What follows belongs to an exercise in optimizing a design on an open flow for small area, a short achievable clock period and few clock cycles; a production flow would make more cautious choices.
Function not checked in this run: the RTL went through the layout flow alone.
Power and IR drop assume default switching activity.

$ cat flow/config.mk
export PLATFORM = sky130hd
export DESIGN_NAME = clp_core
export DESIGN_NICKNAME = clp_core
export VERILOG_FILES = /design/flow/design.v
export SDC_FILE = /design/flow/constraint.sdc
export NUM_CORES = 4
export LEC_CHECK = 0
export CAP_MARGIN = 20
export CORE_MARGIN = 2
export CORE_UTILIZATION = 40
export SLEW_MARGIN = 20
$ cat flow/constraint.sdc
create_clock -name core_clock -period 15.0 [get_ports {clk}]
set_input_delay 3.0000 -clock core_clock [delete_from_list [all_inputs] [get_ports {clk}]]
set_output_delay 3.0000 -clock core_clock [all_outputs]
set_load 0.01 [all_outputs]
$ cat flow/design.v
module clp_core (
    input  wire        clk,
    input  wire        rst,           
    input  wire        start,         
    output wire        ready,
    output wire        done,          
    output wire        err,           
    input  wire [31:0] tick,          
    input  wire [3:0]  sys_bits,      
    output wire [17:0] imem_addr,
    input  wire [31:0] imem_rdata,
    output wire [15:0] d_addr,
    input  wire        i_bit,
    input  wire [1:0]  i_bit_q,
    input  wire [31:0] iw_data,
    input  wire [1:0]  iw_q,
    input  wire        q_bit,
    input  wire [31:0] qw_data,
    output reg         q_we,
    output reg         q_wbit,
    output reg         qw_we,
    output reg  [31:0] qw_wdata
);
    localparam OP_NOP   = 6'h00, OP_LD    = 6'h01, OP_AND   = 6'h02, OP_OR    = 6'h03,
               OP_XOR   = 6'h04, OP_NOT   = 6'h05, OP_BOPEN = 6'h06, OP_BCLOSE= 6'h07,
               OP_ST    = 6'h08, OP_SET   = 6'h09, OP_RST   = 6'h0A, OP_PEDGE = 6'h0B,
               OP_NEDGE = 6'h0C,
               OP_TON   = 6'h10, OP_TOF   = 6'h11, OP_TP    = 6'h12, OP_TPRE  = 6'h13,
               OP_TRST  = 6'h14, OP_CTU   = 6'h15, OP_CTD   = 6'h16, OP_CRST  = 6'h17,
               OP_CLD   = 6'h18, OP_CPRE  = 6'h19,
               OP_LDW   = 6'h20, OP_LDKH  = 6'h21, OP_STW   = 6'h22, OP_STWC  = 6'h23,
               OP_ADD   = 6'h24, OP_SUB   = 6'h25, OP_MUL   = 6'h26, OP_DIV   = 6'h27,
               OP_ANDW  = 6'h28, OP_ORW   = 6'h29, OP_XORW  = 6'h2A, OP_SHL   = 6'h2B,
               OP_SHR   = 6'h2C, OP_CMP   = 6'h2D,
               OP_JMP   = 6'h3C, OP_JC    = 6'h3D, OP_JNC   = 6'h3E, OP_END   = 6'h3F;
    localparam SP_I = 4'd0, SP_Q = 4'd1, SP_M = 4'd2, SP_T = 4'd3, SP_C = 4'd4,
               SP_IW = 4'd5, SP_QW = 4'd6, SP_DW = 4'd7, SP_SB = 4'd8, SP_K = 4'd9,
               SP_IQ = 4'd10, SP_WQ = 4'd11;
    localparam ST_IDLE = 2'd0, ST_FETCH = 2'd1, ST_EXEC = 2'd2, ST_DIV = 2'd3;
    localparam NM = 64;    
    localparam NDW = 16;   
    localparam NT = 4;     
    localparam NC = 4;     
    reg [1:0]  state;
    reg [17:0] pc;
    reg [31:0] ir;
    reg        ba;
    reg [31:0] wa;
    reg        err_r;
    reg [31:0] s_tick;
    reg [3:0]  sb;
    reg [2:0]  stk [0:15];    
    reg [4:0]  sp;
    reg [NM-1:0] m;
    reg [31:0]   dw [0:NDW-1];
    reg          t_run   [0:NT-1];
    reg [31:0]   t_start [0:NT-1];
    reg          t_q     [0:NT-1];
    reg [31:0]   t_et    [0:NT-1];
    reg [30:0]   t_pt    [0:NT-1];
    reg          t_last  [0:NT-1];
    reg [31:0]   c_cv    [0:NC-1];
    reg [31:0]   c_pv    [0:NC-1];
    reg          c_lu    [0:NC-1];
    reg          c_ld    [0:NC-1];
    reg [31:0] div_q;
    reg [31:0] div_r;
    reg [31:0] div_d;
    reg [5:0]  div_n;
    reg        div_neg;
    assign ready     = (state == ST_IDLE);
    assign done      = (state == ST_EXEC) && (ir[31:26] == OP_END);
    assign err       = err_r;
    assign imem_addr = pc;
    wire [5:0]  op    = ir[31:26];
    wire [3:0]  space = ir[25:22];
    wire        n     = ir[21];
    wire [4:0]  sub   = ir[20:16];
    wire [15:0] a     = ir[15:0];
    wire [17:0] tgt   = ir[17:0];
    assign d_addr = a;
    wire [5:0] ma = a[5:0];
    wire [3:0] wi = a[3:0];
    wire [1:0] ti = a[1:0];
    wire [1:0] ci = a[1:0];
    reg bit_raw;
    always @(*) begin
        case (space)
            SP_I:  bit_raw = i_bit;
            SP_Q:  bit_raw = q_bit;
            SP_M:  bit_raw = m[ma];
            SP_T:  bit_raw = t_q[ti];
            SP_C:  bit_raw = ($signed(c_cv[ci]) >= $signed(c_pv[ci]));
            SP_SB: begin
                case (a[2:0])
                    3'd0: bit_raw = sb[0];
                    3'd1: bit_raw = sb[1];
                    3'd2: bit_raw = sb[2];
                    3'd3: bit_raw = err_r;
                    3'd4: bit_raw = sb[3];
                    default: bit_raw = 1'b0;
                endcase
            end
            SP_IQ: bit_raw = sub[{1'b0, i_bit_q}];
            SP_WQ: bit_raw = sub[{1'b0, iw_q}];
            default: bit_raw = 1'b0;
        endcase
    end
    wire b = bit_raw ^ n;
    reg [31:0] w;
    always @(*) begin
        case (space)
            SP_IW: w = iw_data;
            SP_QW: w = qw_data;
            SP_DW: w = dw[wi];
            SP_T:  w = t_et[ti];
            SP_C:  w = c_cv[ci];
            SP_K:  w = {{16{a[15]}}, a};
            default: w = 32'd0;
        endcase
    end
    wire eq = (wa == w);
    wire lt = ($signed(wa) < $signed(w));
    reg  rel;
    always @(*) begin
        case (sub[2:0])
            3'd0: rel = eq;
            3'd1: rel = !eq;
            3'd2: rel = !lt && !eq;
            3'd3: rel = !lt;
            3'd4: rel = lt;
            3'd5: rel = lt || eq;
            default: rel = 1'b0;
        endcase
    end
    wire [31:0] prod = wa * w;
    reg        tn_run, tn_q, tn_last;
    reg [31:0] tn_start, tn_et;
    reg [31:0] t_diff;
    always @(*) begin
        tn_run   = t_run[ti];
        tn_start = t_start[ti];
        tn_q     = t_q[ti];
        tn_et    = t_et[ti];
        tn_last  = t_last[ti];
        case (op)
            OP_TON: begin
                if (!ba) begin
                    tn_run = 1'b0; tn_q = 1'b0; tn_et = 32'd0;
                end else begin
                    if (!tn_run) begin tn_run = 1'b1; tn_start = s_tick; end
                    tn_q = ({1'b0, s_tick - tn_start} >= {t_pt[ti], 2'b00});
                end
            end
            OP_TOF: begin
                if (ba) begin
                    tn_run = 1'b0; tn_q = 1'b1; tn_et = 32'd0;
                end else if (tn_q) begin
                    if (!tn_run) begin tn_run = 1'b1; tn_start = s_tick; end
                    if ({1'b0, s_tick - tn_start} >= {t_pt[ti], 2'b00}) begin
                        tn_q = 1'b0; tn_run = 1'b0;
                    end
                end
            end
            default: begin  
                if (!tn_run && ba && !tn_last) begin
                    tn_run = 1'b1; tn_start = s_tick; tn_q = 1'b1;
                end
                if (tn_run && ({1'b0, s_tick - tn_start} >= {t_pt[ti], 2'b00})) begin
                    tn_q = 1'b0; tn_run = 1'b0;
                end
                tn_last = ba;
            end
        endcase
        t_diff = s_tick - tn_start;
        if (tn_run)
            tn_et = ((t_diff >> 2) < {1'b0, t_pt[ti]}) ? (t_diff >> 2) : {1'b0, t_pt[ti]};
    end
    always @(*) begin
        q_we     = 1'b0;
        q_wbit   = 1'b0;
        qw_we    = 1'b0;
        qw_wdata = wa;
        if (state == ST_EXEC && space == SP_Q) begin
            case (op)
                OP_ST:  begin q_we = 1'b1; q_wbit = ba ^ n; end
                OP_SET: begin q_we = ba;   q_wbit = 1'b1;   end
                OP_RST: begin q_we = ba;   q_wbit = 1'b0;   end
                default: ;
            endcase
        end
        if (state == ST_EXEC && space == SP_QW) begin
            case (op)
                OP_STW:  qw_we = 1'b1;
                OP_STWC: qw_we = ba;
                default: ;
            endcase
        end
    end
    integer i;
    always @(posedge clk) begin
        if (rst) begin
            state  <= ST_IDLE;
            pc     <= 18'd0;
            ir     <= 32'd0;
            ba     <= 1'b1;
            wa     <= 32'd0;
            err_r  <= 1'b0;
            s_tick <= 32'd0;
            sb     <= 4'd0;
            sp     <= 5'd0;
            m      <= {NM{1'b0}};
            for (i = 0; i < 16; i = i + 1)
                stk[i] <= 3'd0;
            for (i = 0; i < NDW; i = i + 1)
                dw[i] <= 32'd0;
            for (i = 0; i < NT; i = i + 1) begin
                t_run[i]   <= 1'b0;
                t_start[i] <= 32'd0;
                t_q[i]     <= 1'b0;
                t_et[i]    <= 32'd0;
                t_pt[i]    <= 31'd0;
                t_last[i]  <= 1'b0;
            end
            for (i = 0; i < NC; i = i + 1) begin
                c_cv[i] <= 32'd0;
                c_pv[i] <= 32'd0;
                c_lu[i] <= 1'b0;
                c_ld[i] <= 1'b0;
            end
            div_q   <= 32'd0;
            div_r   <= 32'd0;
            div_d   <= 32'd0;
            div_n   <= 6'd0;
            div_neg <= 1'b0;
        end else begin
            case (state)
                ST_IDLE: begin
                    if (start) begin
                        pc     <= 18'd0;
                        ba     <= 1'b1;
                        wa     <= 32'd0;
                        sp     <= 5'd0;
                        err_r  <= 1'b0;
                        s_tick <= tick;
                        sb     <= sys_bits;
                        state  <= ST_FETCH;
                    end
                end
                ST_FETCH: begin
                    ir    <= imem_rdata;
                    state <= ST_EXEC;
                end
                ST_EXEC: begin
                    pc    <= pc + 18'd1;
                    state <= ST_FETCH;
                    case (op)
                        OP_LD:  ba <= b;
                        OP_AND: ba <= ba & b;
                        OP_OR:  ba <= ba | b;
                        OP_XOR: ba <= ba ^ b;
                        OP_NOT: ba <= ~ba;
                        OP_BOPEN: begin
                            stk[sp[3:0]] <= {sub[1:0], ba};
                            sp <= sp + 5'd1;
                            ba <= (sub[1:0] == 2'd0);
                        end
                        OP_BCLOSE: begin
                            sp <= sp - 5'd1;
                            case (stk[sp[3:0] - 4'd1][2:1])
                                2'd0:    ba <= stk[sp[3:0] - 4'd1][0] & ba;
                                2'd1:    ba <= stk[sp[3:0] - 4'd1][0] | ba;
                                default: ba <= stk[sp[3:0] - 4'd1][0] ^ ba;
                            endcase
                        end
                        OP_ST:  if (space == SP_M) m[ma] <= ba ^ n;
                        OP_SET: if (space == SP_M && ba) m[ma] <= 1'b1;
                        OP_RST: if (space == SP_M && ba) m[ma] <= 1'b0;
                        OP_PEDGE: begin
                            ba    <= ba & ~m[ma];
                            m[ma] <= ba;
                        end
                        OP_NEDGE: begin
                            ba    <= ~ba & m[ma];
                            m[ma] <= ba;
                        end
                        OP_TON, OP_TOF, OP_TP: begin
                            t_run[ti]   <= tn_run;
                            t_start[ti] <= tn_start;
                            t_q[ti]     <= tn_q;
                            t_et[ti]    <= tn_et;
                            t_last[ti]  <= tn_last;
                            ba          <= tn_q;
                        end
                        OP_TPRE: if (ba) t_pt[ti] <= wa[31] ? 31'd0 : wa[30:0];
                        OP_TRST: if (ba) begin
                            t_run[ti] <= 1'b0;
                            t_q[ti]   <= 1'b0;
                            t_et[ti]  <= 32'd0;
                        end
                        OP_CTU: begin
                            if (ba && !c_lu[ci] && c_cv[ci] != 32'h7FFF_FFFF)
                                c_cv[ci] <= c_cv[ci] + 32'd1;
                            c_lu[ci] <= ba;
                        end
                        OP_CTD: begin
                            if (ba && !c_ld[ci] && c_cv[ci] != 32'h8000_0000)
                                c_cv[ci] <= c_cv[ci] - 32'd1;
                            c_ld[ci] <= ba;
                        end
                        OP_CRST: if (ba) c_cv[ci] <= 32'd0;
                        OP_CLD:  if (ba) c_cv[ci] <= wa;
                        OP_CPRE: if (ba) c_pv[ci] <= wa;
                        OP_LDW:  wa <= w;
                        OP_LDKH: wa <= {a, wa[15:0]};
                        OP_STW:  if (space == SP_DW) dw[wi] <= wa;
                        OP_STWC: if (space == SP_DW && ba) dw[wi] <= wa;
                        OP_ADD:  wa <= wa + w;
                        OP_SUB:  wa <= wa - w;
                        OP_MUL:  wa <= prod;
                        OP_DIV: begin
                            if (w == 32'd0) begin
                                wa    <= 32'd0;
                                err_r <= 1'b1;
                            end else if (wa == 32'h8000_0000 && w == 32'hFFFF_FFFF) begin
                                wa    <= 32'h8000_0000;
                                err_r <= 1'b1;
                            end else begin
                                div_q   <= wa[31] ? -wa : wa;
                                div_d   <= w[31] ? -w : w;
                                div_r   <= 32'd0;
                                div_n   <= 6'd32;
                                div_neg <= wa[31] ^ w[31];
                                state   <= ST_DIV;
                            end
                        end
                        OP_ANDW: wa <= wa & w;
                        OP_ORW:  wa <= wa | w;
                        OP_XORW: wa <= wa ^ w;
                        OP_SHL:  wa <= wa << sub;
                        OP_SHR:  wa <= wa >> sub;
                        OP_CMP:  ba <= rel ^ n;
                        OP_JMP:  pc <= tgt;
                        OP_JC:   if (ba)  pc <= tgt;
                        OP_JNC:  if (!ba) pc <= tgt;
                        OP_END:  state <= ST_IDLE;
                        default: ;
                    endcase
                end
                ST_DIV: begin
                    if (div_n != 6'd0) begin
                        if ({div_r[30:0], div_q[31]} >= div_d) begin
                            div_r <= {div_r[30:0], div_q[31]} - div_d;
                            div_q <= {div_q[30:0], 1'b1};
                        end else begin
                            div_r <= {div_r[30:0], div_q[31]};
                            div_q <= {div_q[30:0], 1'b0};
                        end
                        div_n <= div_n - 6'd1;
                    end else begin
                        wa    <= div_neg ? -div_q : div_q;
                        state <= ST_FETCH;
                    end
                end
            endcase
        end
    end
endmodule
$ cat flow/run.sh
#!/bin/bash
# synth_recipe.tcl (not shown) runs the flow's synth.tcl, then flattens the netlist and writes it again
# the make line also repeats each setting of config.mk as NAME=value (left out here)
make -C /OpenROAD-flow-scripts/flow DESIGN_CONFIG=/design/flow/config.mk WORK_HOME=/design/flow/orfs CLKGATE_MAP_FILE= SYNTH_SCRIPT=/design/flow/synth_recipe.tcl finish
==> run summary <==
worst paths after layout:
check	start	to	slack, ns	depth (start not counted)
worst max-delay path	iw_data[18]	wa[31]$_SDFFE_PP0P_	3.05	28
worst min-delay path	div_n[0]$_SDFFE_PP0P_	div_n[0]$_SDFFE_PP0P_	0.47	2
worst max register to register	ir[24]$_SDFFE_PP0P_	wa[31]$_SDFFE_PP0P_	3.24	32
worst min register to register	div_n[0]$_SDFFE_PP0P_	div_n[0]$_SDFFE_PP0P_	0.47	2
layout make-up:
type	count	area, µm²	share of cell area [%]
antenna	15	37.5	0.0323
clock buffer	239	4830	4.16
clock inverter	65	787	0.678
inverter	831	3120	2.69
multi-input combinational	7147	56300	48.5
sequential	1512	42500	36.6
tap	3402	4260	3.67
timing repair buffer	497	4330	3.73
metrics by stage:
stage	std cells	setup WS, ns	area (µm²)	hold WS (ns)
3_3_place_gp	13400	2.45	110000	0.447
4_1_cts	13700	3.31	116000	0.470
6_report	13700	3.05	116000	0.468
3_5_place_dp	13400	2.48	110000	0.463
5_1_grt	13700	2.93	116000	0.496
2_1_floorplan	10300	4.21	105000	0.432
cell usage in the layout (no fill, tap or decap), types with 44 or more instances in the layout:
master	instances
a221oi_1	49
nor3_1	755
or3_1	52
nor4_1	50
clkbuf_16	176
clkdlybuf4s50_1	211
a211oi_1	61
mux4_2	313
xor2_1	63
nand4_1	85
clkbuf_1	44
o21a_1	49
and2_1	49
nor2b_1	45
a22oi_1	154
o211ai_1	49
edfxtp_1	1216
xnor2_1	249
a21o_1	110
nand2b_1	107
buf_4	279
mux2i_1	325
ha_1	496
nand2_1	853
dfxtp_1	283
inv_1	787
o21ai_0	370
nand3_1	111
mux2_2	47
fa_1	412
nor2_1	1181
or2_2	44
a21oi_1	426
routing by layer:
| metal | vias up | track usage, % | wire length [µm] |
|---|---|---|---|
| met3 | 1180 | 5.99 | 40700 |
| met4 | 12 | 21.2 | 34500 |
| met5 | - | 0.256 | 161 |
| li1 | 36500 | - | - |
| met1 | 42900 | 40.2 | 162000 |
| met2 | 4897 | 48.9 | 190000 |
tightest hold or removal path: cells and delay by family, from the launching register on:
family          cells  cell delay [ns]
flops               1             0.32
simple gates        1             0.06
compound gates      1             0.05
power by group:
part           switching [mW]  internal [mW]
Sequential              0.196           4.69
Clock                    1.80           2.50
Combinational            4.92           2.18
flip-flops by register name, indices dropped and copies added, names as in the netlist, 48 cells and up, named ones only:
name / cells
dw: 512
c_cv: 128
c_pv: 128
t_et: 128
t_start: 128
t_pt: 124
m: 64
stk: 48
cells by family (layout without fill, tap and decap cells):
group                      Yosys count  count (layout)  synth area share (%)
adders and majority gates          910             910                  13.9
muxes                              686             686                  10.4
buffers and inverters             1640            1632                  6.18
and+or+nand+nor                   3492            3492                  15.2
AOI/OAI and AO/OA                 1742            1742                  11.1
other                                0              15                     0
DFF                               1512            1512                  40.6
xor gates and xnor gates           317             317                  2.72
==> summary.txt <==
Timing
  – RSZ-0062 raised after global routing: no
  – Minimum clock period: 11.95 ns
  – Final Setup Violations: 0
  – Setup TNS Final: 0 ns
  – Worst Skew: 0.143 ns
  – Period Utilization, post-route: 79.6%
  – Slew @ Worst Pin: 1.27 ns
  – Final hold vios: 0
  – Max Clk Rate: 83.7 MHz
  – Slew Limit Fails: 0
  – Slew HR: 15.4%

Synth
  – Yosys top cell by area: edfxtp_1
  – Dominant cells by area after synthesis: edfxtp_1 35%, fa_1 7.9%, mux4_2 6.7%
  – Synth Instances: 10300
  – Number of synthesized flops with an enable pin: 1216
  – Yosys top cell area share: 34.9%
  – Post-Syn Nets: 11400
  – Number of synthesized register bits: 1512
  – Yosys Warn Count: 1
  – Avg Cell Area, Syn: 10.1 µm²
  – Synth Cell Area: 0.105 mm²
  – Synth top cells by count: 1216 x edfxtp_1, 1186 x nor2_1, 863 x nand2_1
  – Post-synth top flop: edfxtp_1
  – Most frequent cell after synthesis: edfxtp_1
  – Synth cell types: 112
  – Sequential area share after synthesis: 40.6%
  – Async set-reset flop share out of synthesis: 0%

Cells and area
  – Final core occ: 44.7%
  – Area grow syn2layout: 11.1%
  – Net count, final: 11200
  – Final-layout fill cell count: 24400
  – Layout cell share with drive strength beyond 1: 10.7%

Worst setup path
  – Cell family with most CP delay: adder cells
  – Worst EP arrival: 12.66 ns
  – Kind of start point of the critical path: input pin
  – Highest-delay cell along the critical path: clkinv_1
  – Critical path class: in -> reg
  – Max Fanout on Critical Path: 14
  – Worst EP required: 15.71 ns
  – Buffer and inverter count on the worst path: 4
  – Setup crit end kind: flop
  – Crit path largest cell delay: 0.77 ns
  – Cell repeated most along the worst path: xnor2_1

Routing
  – Vias per inst: 6.24
  – Wirelength, routed: 427000 µm
  – Vias: 85500
  – TritonRoute pass-1 iters: 9
  – Drt drc: 0
  – Drt first-iter violations: 10500
  – Drt wl/cell: 31.2 µm
  – ANT nets after route: 0

Status
  – Status: no timing/DRC/antenna violations

Clocking
  – Clock latency (worst-skew pair): 0.92 ns
  – Max H-tree Level: 4
  – Worst-path clk slew: 0.06 ns
  – Root Driver: clkbuf_16
  – Clk buf depth: 4
  – Cts hold-fix bufs: 0
  – Post-CTS Resized: 0
  – Clk sink count: 1512
  – TritonCTS clock tree: built
  – Buffer count from post-CTS setup fixing: 0
  – Total CTS buffers: 174

Floorplanning
  – Number of cell rows: 187
  – Initial Util: 40.2%
  – Full die area: 0.265 mm²
  – I/O Pins: 213
  – Die width: 515 µm
  – Core area: 0.260 mm²
  – Die extent in y: 515 µm

Placed design
  – Routability Congestion: 1.02
  – Port Buffer Count: 212
  – HPWL after DPL: 301000 µm

Pwr
  – Total power divided by cell area: 140 mW/mm²
  – Total design power: 16.3 mW
  – VDD IR max: 0.113 mV
  – LEAKAGE: 43.2 nW

Min path
  – Worst min path class: reg -> reg

Global routing
  – Initial antenna violation count: 21
  – Pin count of the biggest net entering global routing: 105
  – First-pass GRT wire length: 609000 µm
  – Total GRT Usage: 31.6%
  – Vias in the first global route: 84000
  – Grt total ovfl: 0

Job
  – Maximum capacitance violations: 0

## re-timing with driven ports
The flow's constraints put no driver on any port. The routed layout listed below was extracted and timed again, unchanged, in two steps.
Step 1 assumes that a clkbuf_16 drives the clock port and a buf_2 every other input.
Step 2 moves the port delays by t, midway between the first and last clock arrival at a register: inputs arrive t later, outputs are due t later. That takes back most of the time a late clock gives input paths.
Slacks: ideal ports / drivers / drivers and shift; pairs: ideal ports / drivers.
t (ns): 0.952
slack for setup (ns): 3.054 / 3.135 / 2.183
cell pins on the clock port's net: 1
After both steps this run still meets setup and hold. For this run, drivers alone change the setup slack by +0.081 ns; drivers and shift together by -0.871 ns.
